Background: an optimization exercise with open tools, aiming at small area, a short achievable clock period and few clock cycles per item. Do not read the settings as production practice. At most, simulation tests tie the RTL to the original design; equivalence was not proved.

==> run K: inputs <==
Design stitch_blend, start of the top module:
module stitch_blend (
    input  wire        clk,
    input  wire        rst,
    input  wire        in_valid,
    output wire        in_ready,
    input  wire        in_sol,       
    input  wire        in_apron,     
    input  wire [11:0] in_bg_y,
    input  wire [11:0] in_bg_cb,
    input  wire [11:0] in_bg_cr,
    input  wire [7:0]  in_vis,       
    input  wire [7:0]  in_cov,       
    input  wire [95:0] in_y,         
    input  wire [95:0] in_cb,
    input  wire [95:0] in_cr,
    input  wire [79:0] in_pa,        
    input  wire [79:0] in_ga,        
    output reg         out_valid,
    input  wire        out_ready,
    output reg         out_sol,
    output wire [9:0]  out_y,
    output wire [9:0]  out_c         
);
clock: 22.0 ns
lec_check: 0
cap_margin: 20
core_margin: 2
core_utilization: 40
slew_margin: 20
standard.sh (not shown) runs the stock make flow with config.mk's settings and CLKGATE_MAP_FILE= SYNTH_SCRIPT=/design/flow/synth_recipe.tcl, a recipe that flattens the netlist after the stock synthesis.
==> flow/flow/run.sh <==
#!/bin/bash
# Standard layout, with the smallest buffer on every input and output port,
# and timing repair aimed at a setup slack margin well above zero.
set -euo pipefail
export BUFFER_PORTS_ARGS="-buffer_cell sky130_fd_sc_hd__buf_1"
export SETUP_SLACK_MARGIN=10.5
bash standard.sh > standard.log 2>&1
==> inputs of run A, as changes to run K <==
--- a/flow/design.v
+++ b/flow/design.v
@@ -55,34 +55,29 @@
     reg [11:0] src_y, src_cb, src_cr;
     reg [9:0]  b_pa, b_ga;
     wire stall_b  = b_valid && b_last && out_valid && !out_ready;
     assign in_ready = !stall_b && !more;
     wire issue    = in_valid && !stall_b;
-    wire        no_top = ~|top;
-    wire [11:0] st_y, st_cb, st_cr;
-    wire [11:0] m_y, m_cb, m_cr;
-    wire [9:0]  m_pa, m_ga;
-    wire [79:0] ga_eff = {in_apron ? 10'h3ff : in_ga[79:70], in_ga[69:0]};
-    stitch_pick #(.N(9), .W(36)) u_pick_st (
-        .s({no_top, top}),
-        .d({in_bg_cr, in_bg_cb, in_bg_y,
-            in_cr[95:84], in_cb[95:84], in_y[95:84], in_cr[83:72], in_cb[83:72], in_y[83:72],
-            in_cr[71:60], in_cb[71:60], in_y[71:60], in_cr[59:48], in_cb[59:48], in_y[59:48],
-            in_cr[47:36], in_cb[47:36], in_y[47:36], in_cr[35:24], in_cb[35:24], in_y[35:24],
-            in_cr[23:12], in_cb[23:12], in_y[23:12], in_cr[11:0],  in_cb[11:0],  in_y[11:0]}),
-        .y({st_cr, st_cb, st_y}));
-    stitch_pick #(.N(8), .W(56)) u_pick_src (
-        .s(sel),
-        .d({ga_eff[79:70], in_pa[79:70], in_cr[95:84], in_cb[95:84], in_y[95:84],
-            ga_eff[69:60], in_pa[69:60], in_cr[83:72], in_cb[83:72], in_y[83:72],
-            ga_eff[59:50], in_pa[59:50], in_cr[71:60], in_cb[71:60], in_y[71:60],
-            ga_eff[49:40], in_pa[49:40], in_cr[59:48], in_cb[59:48], in_y[59:48],
-            ga_eff[39:30], in_pa[39:30], in_cr[47:36], in_cb[47:36], in_y[47:36],
-            ga_eff[29:20], in_pa[29:20], in_cr[35:24], in_cb[35:24], in_y[35:24],
-            ga_eff[19:10], in_pa[19:10], in_cr[23:12], in_cb[23:12], in_y[23:12],
-            ga_eff[9:0],   in_pa[9:0],   in_cr[11:0],  in_cb[11:0],  in_y[11:0]}),
-        .y({m_ga, m_pa, m_cr, m_cb, m_y}));
+    reg [11:0] st_y, st_cb, st_cr;
+    reg [11:0] m_y, m_cb, m_cr;
+    reg [9:0]  m_pa, m_ga;
+    always @(*) begin
+        st_y  = (|top) ? 12'd0 : in_bg_y;
+        st_cb = (|top) ? 12'd0 : in_bg_cb;
+        st_cr = (|top) ? 12'd0 : in_bg_cr;
+        m_y = 12'd0; m_cb = 12'd0; m_cr = 12'd0; m_pa = 10'd0; m_ga = 10'd0;
+        for (l = 0; l < 8; l = l + 1) begin
+            st_y  = st_y  | (in_y [12*l +: 12] & {12{top[l]}});
+            st_cb = st_cb | (in_cb[12*l +: 12] & {12{top[l]}});
+            st_cr = st_cr | (in_cr[12*l +: 12] & {12{top[l]}});
+            m_y   = m_y   | (in_y [12*l +: 12] & {12{sel[l]}});
+            m_cb  = m_cb  | (in_cb[12*l +: 12] & {12{sel[l]}});
+            m_cr  = m_cr  | (in_cr[12*l +: 12] & {12{sel[l]}});
+            m_pa  = m_pa  | (in_pa[10*l +: 10] & {10{sel[l]}});
+            m_ga  = m_ga  | ((l == 7 && in_apron) ? {10{sel[l]}} : (in_ga[10*l +: 10] & {10{sel[l]}}));
+        end
+    end
     wire [9:0]  b_a;
     stitch_alpha u_alpha (.pa(b_pa), .ga(b_ga), .a(b_a));
     wire [11:0] res_y, res_cb, res_cr;
     stitch_mix u_mix_y  (.src(src_y),  .dst(dst_y),  .a(b_a), .res(res_y));
     stitch_mix u_mix_cb (.src(src_cb), .dst(dst_cb), .a(b_a), .res(res_cb));
@@ -155,22 +150,10 @@
         end
     endfunction
     assign out_y = to10(o_y);
     assign out_c = to10(o_c);
 endmodule
-module stitch_pick #(parameter N = 8, parameter W = 1) (
-    input  wire [N-1:0]   s,
-    input  wire [N*W-1:0] d,
-    output reg  [W-1:0]   y
-);
-    integer i;
-    always @(*) begin
-        y = {W{1'b0}};
-        for (i = 0; i < N; i = i + 1)
-            y = y | (d[W*i +: W] & {W{s[i]}});
-    end
-endmodule
 module stitch_mix (input [11:0] src, input [11:0] dst, input [9:0] a, output [11:0] res);
     wire [11:0] r0 = a[0] ? src : dst;
     wire [11:0] r1 = a[1] ? src : dst;
     wire [11:0] r2 = a[2] ? src : dst;
     wire [11:0] r3 = a[3] ? src : dst;
==> flow/flow/run.sh (replaced) <==
#!/bin/bash
# Standard layout, with the smallest buffer on every input and output port,
# and timing repair aimed at a setup slack margin well above zero.
set -euo pipefail
export BUFFER_PORTS_ARGS="-buffer_cell sky130_fd_sc_hd__buf_1"
export SETUP_SLACK_MARGIN=12
bash standard.sh > standard.log 2>&1
CORE_UTILIZATION = 60   (was 40)
==> inputs of run Y, as changes to run K <==
--- a/flow/design.v
+++ b/flow/design.v
@@ -55,34 +55,29 @@
     reg [11:0] src_y, src_cb, src_cr;
     reg [9:0]  b_pa, b_ga;
     wire stall_b  = b_valid && b_last && out_valid && !out_ready;
     assign in_ready = !stall_b && !more;
     wire issue    = in_valid && !stall_b;
-    wire        no_top = ~|top;
-    wire [11:0] st_y, st_cb, st_cr;
-    wire [11:0] m_y, m_cb, m_cr;
-    wire [9:0]  m_pa, m_ga;
-    wire [79:0] ga_eff = {in_apron ? 10'h3ff : in_ga[79:70], in_ga[69:0]};
-    stitch_pick #(.N(9), .W(36)) u_pick_st (
-        .s({no_top, top}),
-        .d({in_bg_cr, in_bg_cb, in_bg_y,
-            in_cr[95:84], in_cb[95:84], in_y[95:84], in_cr[83:72], in_cb[83:72], in_y[83:72],
-            in_cr[71:60], in_cb[71:60], in_y[71:60], in_cr[59:48], in_cb[59:48], in_y[59:48],
-            in_cr[47:36], in_cb[47:36], in_y[47:36], in_cr[35:24], in_cb[35:24], in_y[35:24],
-            in_cr[23:12], in_cb[23:12], in_y[23:12], in_cr[11:0],  in_cb[11:0],  in_y[11:0]}),
-        .y({st_cr, st_cb, st_y}));
-    stitch_pick #(.N(8), .W(56)) u_pick_src (
-        .s(sel),
-        .d({ga_eff[79:70], in_pa[79:70], in_cr[95:84], in_cb[95:84], in_y[95:84],
-            ga_eff[69:60], in_pa[69:60], in_cr[83:72], in_cb[83:72], in_y[83:72],
-            ga_eff[59:50], in_pa[59:50], in_cr[71:60], in_cb[71:60], in_y[71:60],
-            ga_eff[49:40], in_pa[49:40], in_cr[59:48], in_cb[59:48], in_y[59:48],
-            ga_eff[39:30], in_pa[39:30], in_cr[47:36], in_cb[47:36], in_y[47:36],
-            ga_eff[29:20], in_pa[29:20], in_cr[35:24], in_cb[35:24], in_y[35:24],
-            ga_eff[19:10], in_pa[19:10], in_cr[23:12], in_cb[23:12], in_y[23:12],
-            ga_eff[9:0],   in_pa[9:0],   in_cr[11:0],  in_cb[11:0],  in_y[11:0]}),
-        .y({m_ga, m_pa, m_cr, m_cb, m_y}));
+    reg [11:0] st_y, st_cb, st_cr;
+    reg [11:0] m_y, m_cb, m_cr;
+    reg [9:0]  m_pa, m_ga;
+    always @(*) begin
+        st_y  = (|top) ? 12'd0 : in_bg_y;
+        st_cb = (|top) ? 12'd0 : in_bg_cb;
+        st_cr = (|top) ? 12'd0 : in_bg_cr;
+        m_y = 12'd0; m_cb = 12'd0; m_cr = 12'd0; m_pa = 10'd0; m_ga = 10'd0;
+        for (l = 0; l < 8; l = l + 1) begin
+            st_y  = st_y  | (in_y [12*l +: 12] & {12{top[l]}});
+            st_cb = st_cb | (in_cb[12*l +: 12] & {12{top[l]}});
+            st_cr = st_cr | (in_cr[12*l +: 12] & {12{top[l]}});
+            m_y   = m_y   | (in_y [12*l +: 12] & {12{sel[l]}});
+            m_cb  = m_cb  | (in_cb[12*l +: 12] & {12{sel[l]}});
+            m_cr  = m_cr  | (in_cr[12*l +: 12] & {12{sel[l]}});
+            m_pa  = m_pa  | (in_pa[10*l +: 10] & {10{sel[l]}});
+            m_ga  = m_ga  | ((l == 7 && in_apron) ? {10{sel[l]}} : (in_ga[10*l +: 10] & {10{sel[l]}}));
+        end
+    end
     wire [9:0]  b_a;
     stitch_alpha u_alpha (.pa(b_pa), .ga(b_ga), .a(b_a));
     wire [11:0] res_y, res_cb, res_cr;
     stitch_mix u_mix_y  (.src(src_y),  .dst(dst_y),  .a(b_a), .res(res_y));
     stitch_mix u_mix_cb (.src(src_cb), .dst(dst_cb), .a(b_a), .res(res_cb));
@@ -155,22 +150,10 @@
         end
     endfunction
     assign out_y = to10(o_y);
     assign out_c = to10(o_c);
 endmodule
-module stitch_pick #(parameter N = 8, parameter W = 1) (
-    input  wire [N-1:0]   s,
-    input  wire [N*W-1:0] d,
-    output reg  [W-1:0]   y
-);
-    integer i;
-    always @(*) begin
-        y = {W{1'b0}};
-        for (i = 0; i < N; i = i + 1)
-            y = y | (d[W*i +: W] & {W{s[i]}});
-    end
-endmodule
 module stitch_mix (input [11:0] src, input [11:0] dst, input [9:0] a, output [11:0] res);
     wire [11:0] r0 = a[0] ? src : dst;
     wire [11:0] r1 = a[1] ? src : dst;
     wire [11:0] r2 = a[2] ? src : dst;
     wire [11:0] r3 = a[3] ? src : dst;
==> flow/flow/run.sh (replaced) <==
#!/bin/bash
# Standard layout, with the smallest buffer on every input and output port,
# and timing repair aimed at a setup slack margin well above zero.
set -euo pipefail
export BUFFER_PORTS_ARGS="-buffer_cell sky130_fd_sc_hd__buf_1"
export SETUP_SLACK_MARGIN=12
bash standard.sh > standard.log 2>&1
==> inputs of run M, as changes to run K <==
--- a/flow/design.v
+++ b/flow/design.v
@@ -55,34 +55,29 @@
     reg [11:0] src_y, src_cb, src_cr;
     reg [9:0]  b_pa, b_ga;
     wire stall_b  = b_valid && b_last && out_valid && !out_ready;
     assign in_ready = !stall_b && !more;
     wire issue    = in_valid && !stall_b;
-    wire        no_top = ~|top;
-    wire [11:0] st_y, st_cb, st_cr;
-    wire [11:0] m_y, m_cb, m_cr;
-    wire [9:0]  m_pa, m_ga;
-    wire [79:0] ga_eff = {in_apron ? 10'h3ff : in_ga[79:70], in_ga[69:0]};
-    stitch_pick #(.N(9), .W(36)) u_pick_st (
-        .s({no_top, top}),
-        .d({in_bg_cr, in_bg_cb, in_bg_y,
-            in_cr[95:84], in_cb[95:84], in_y[95:84], in_cr[83:72], in_cb[83:72], in_y[83:72],
-            in_cr[71:60], in_cb[71:60], in_y[71:60], in_cr[59:48], in_cb[59:48], in_y[59:48],
-            in_cr[47:36], in_cb[47:36], in_y[47:36], in_cr[35:24], in_cb[35:24], in_y[35:24],
-            in_cr[23:12], in_cb[23:12], in_y[23:12], in_cr[11:0],  in_cb[11:0],  in_y[11:0]}),
-        .y({st_cr, st_cb, st_y}));
-    stitch_pick #(.N(8), .W(56)) u_pick_src (
-        .s(sel),
-        .d({ga_eff[79:70], in_pa[79:70], in_cr[95:84], in_cb[95:84], in_y[95:84],
-            ga_eff[69:60], in_pa[69:60], in_cr[83:72], in_cb[83:72], in_y[83:72],
-            ga_eff[59:50], in_pa[59:50], in_cr[71:60], in_cb[71:60], in_y[71:60],
-            ga_eff[49:40], in_pa[49:40], in_cr[59:48], in_cb[59:48], in_y[59:48],
-            ga_eff[39:30], in_pa[39:30], in_cr[47:36], in_cb[47:36], in_y[47:36],
-            ga_eff[29:20], in_pa[29:20], in_cr[35:24], in_cb[35:24], in_y[35:24],
-            ga_eff[19:10], in_pa[19:10], in_cr[23:12], in_cb[23:12], in_y[23:12],
-            ga_eff[9:0],   in_pa[9:0],   in_cr[11:0],  in_cb[11:0],  in_y[11:0]}),
-        .y({m_ga, m_pa, m_cr, m_cb, m_y}));
+    reg [11:0] st_y, st_cb, st_cr;
+    reg [11:0] m_y, m_cb, m_cr;
+    reg [9:0]  m_pa, m_ga;
+    always @(*) begin
+        st_y  = (|top) ? 12'd0 : in_bg_y;
+        st_cb = (|top) ? 12'd0 : in_bg_cb;
+        st_cr = (|top) ? 12'd0 : in_bg_cr;
+        m_y = 12'd0; m_cb = 12'd0; m_cr = 12'd0; m_pa = 10'd0; m_ga = 10'd0;
+        for (l = 0; l < 8; l = l + 1) begin
+            st_y  = st_y  | (in_y [12*l +: 12] & {12{top[l]}});
+            st_cb = st_cb | (in_cb[12*l +: 12] & {12{top[l]}});
+            st_cr = st_cr | (in_cr[12*l +: 12] & {12{top[l]}});
+            m_y   = m_y   | (in_y [12*l +: 12] & {12{sel[l]}});
+            m_cb  = m_cb  | (in_cb[12*l +: 12] & {12{sel[l]}});
+            m_cr  = m_cr  | (in_cr[12*l +: 12] & {12{sel[l]}});
+            m_pa  = m_pa  | (in_pa[10*l +: 10] & {10{sel[l]}});
+            m_ga  = m_ga  | ((l == 7 && in_apron) ? {10{sel[l]}} : (in_ga[10*l +: 10] & {10{sel[l]}}));
+        end
+    end
     wire [9:0]  b_a;
     stitch_alpha u_alpha (.pa(b_pa), .ga(b_ga), .a(b_a));
     wire [11:0] res_y, res_cb, res_cr;
     stitch_mix u_mix_y  (.src(src_y),  .dst(dst_y),  .a(b_a), .res(res_y));
     stitch_mix u_mix_cb (.src(src_cb), .dst(dst_cb), .a(b_a), .res(res_cb));
@@ -155,22 +150,10 @@
         end
     endfunction
     assign out_y = to10(o_y);
     assign out_c = to10(o_c);
 endmodule
-module stitch_pick #(parameter N = 8, parameter W = 1) (
-    input  wire [N-1:0]   s,
-    input  wire [N*W-1:0] d,
-    output reg  [W-1:0]   y
-);
-    integer i;
-    always @(*) begin
-        y = {W{1'b0}};
-        for (i = 0; i < N; i = i + 1)
-            y = y | (d[W*i +: W] & {W{s[i]}});
-    end
-endmodule
 module stitch_mix (input [11:0] src, input [11:0] dst, input [9:0] a, output [11:0] res);
     wire [11:0] r0 = a[0] ? src : dst;
     wire [11:0] r1 = a[1] ? src : dst;
     wire [11:0] r2 = a[2] ? src : dst;
     wire [11:0] r3 = a[3] ? src : dst;
==> qor summary <==
	run Y	run A	run M	run K
Endpoint with the worst hold slack	out_sol$_DFFE_PP_	-	out_sol$_DFFE_PP_	done[2]$_SDFFE_PP0P_
Required time of the critical path	17.60 ns	-	17.60 ns	17.60 ns
Sequential cell count	140	-	140	140
Top layer reached by signal wires	met5	-	met5	met5
Starting utilization of the core area	40.6%	61.1%	40.6%	40.3%
Vertical die dimension	271 µm	222 µm	271 µm	269 µm
Aggregate negative setup slack	0 ns	-	0 ns	0 ns
Buf/Inv on CP	2	-	3	4
Layout Cells excl Fill	4,676	-	4,548	4,576
WL/cell	27.9 µm	-	28.3 µm	25.6 µm
Max-area cell class	multi-input combinational cells	-	multi-input combinational cells	multi-input combinational cells
Status	timing/DRC/antenna clean	stopped before the end	timing/DRC/antenna clean	timing/DRC/antenna clean
Last stage reached	-	5_1_grt	-	-
Multi-input gate area in the final layout	23,000 µm²	-	21,900 µm²	21,600 µm²
Multiplexer share of the synthesized area	14.1%	14.1%	14.1%	14.6%
Die area	73,600 µm²	-	73,600 µm²	72,500 µm²
Via count	29.0k	-	28.2k	27.4k
Testbench counts of run A, summed over its fixed seeds: cycles 22,632, pixels 19,200.
Testbench counts of run Y, summed over its fixed seeds: cycles 22,632, pixels 19,200.
Testbench counts of run M, summed over its fixed seeds: cycles 22,632, pixels 19,200.
Function not checked in run K: the RTL went through the layout flow alone.

[port drivers added, routing unchanged]
How much do the figures lean on ideal ports? The routed layouts below were timed once more, with nothing changed but the port constraints. Step 1, drivers: a clkbuf_16 drives clk and a buf_2 each remaining input, both assumed. Step 2, shift: input delay + t, output delay - t, t = (earliest + latest rising clock arrival at the registers) / 2. This alone moves slack from input paths to output paths. Slacks: ideal ports / drivers / drivers and shift; pairs: ideal ports / drivers.
| run | t (ns) | setup WS [ns] | hold slack, ns | worst slew at a driven data input, ns |
|---|---|---|---|---|
| run K | 0.513 | 10.439 / 10.417 / 10.417 | 0.489 / 0.489 / 0.489 | 0.26 |
| run Y | 0.533 | 10.850 / 10.704 / 10.704 | 0.485 / 0.485 / 0.485 | 0.23 |
| run M | 0.561 | 10.511 / 10.487 / 10.487 | 0.492 / 0.492 / 0.492 | 0.22 |
After both steps every run listed still meets setup and hold. The setup slack of run Y, which loses most, moves by -0.146 ns with the drivers and by -0.146 ns with both steps.
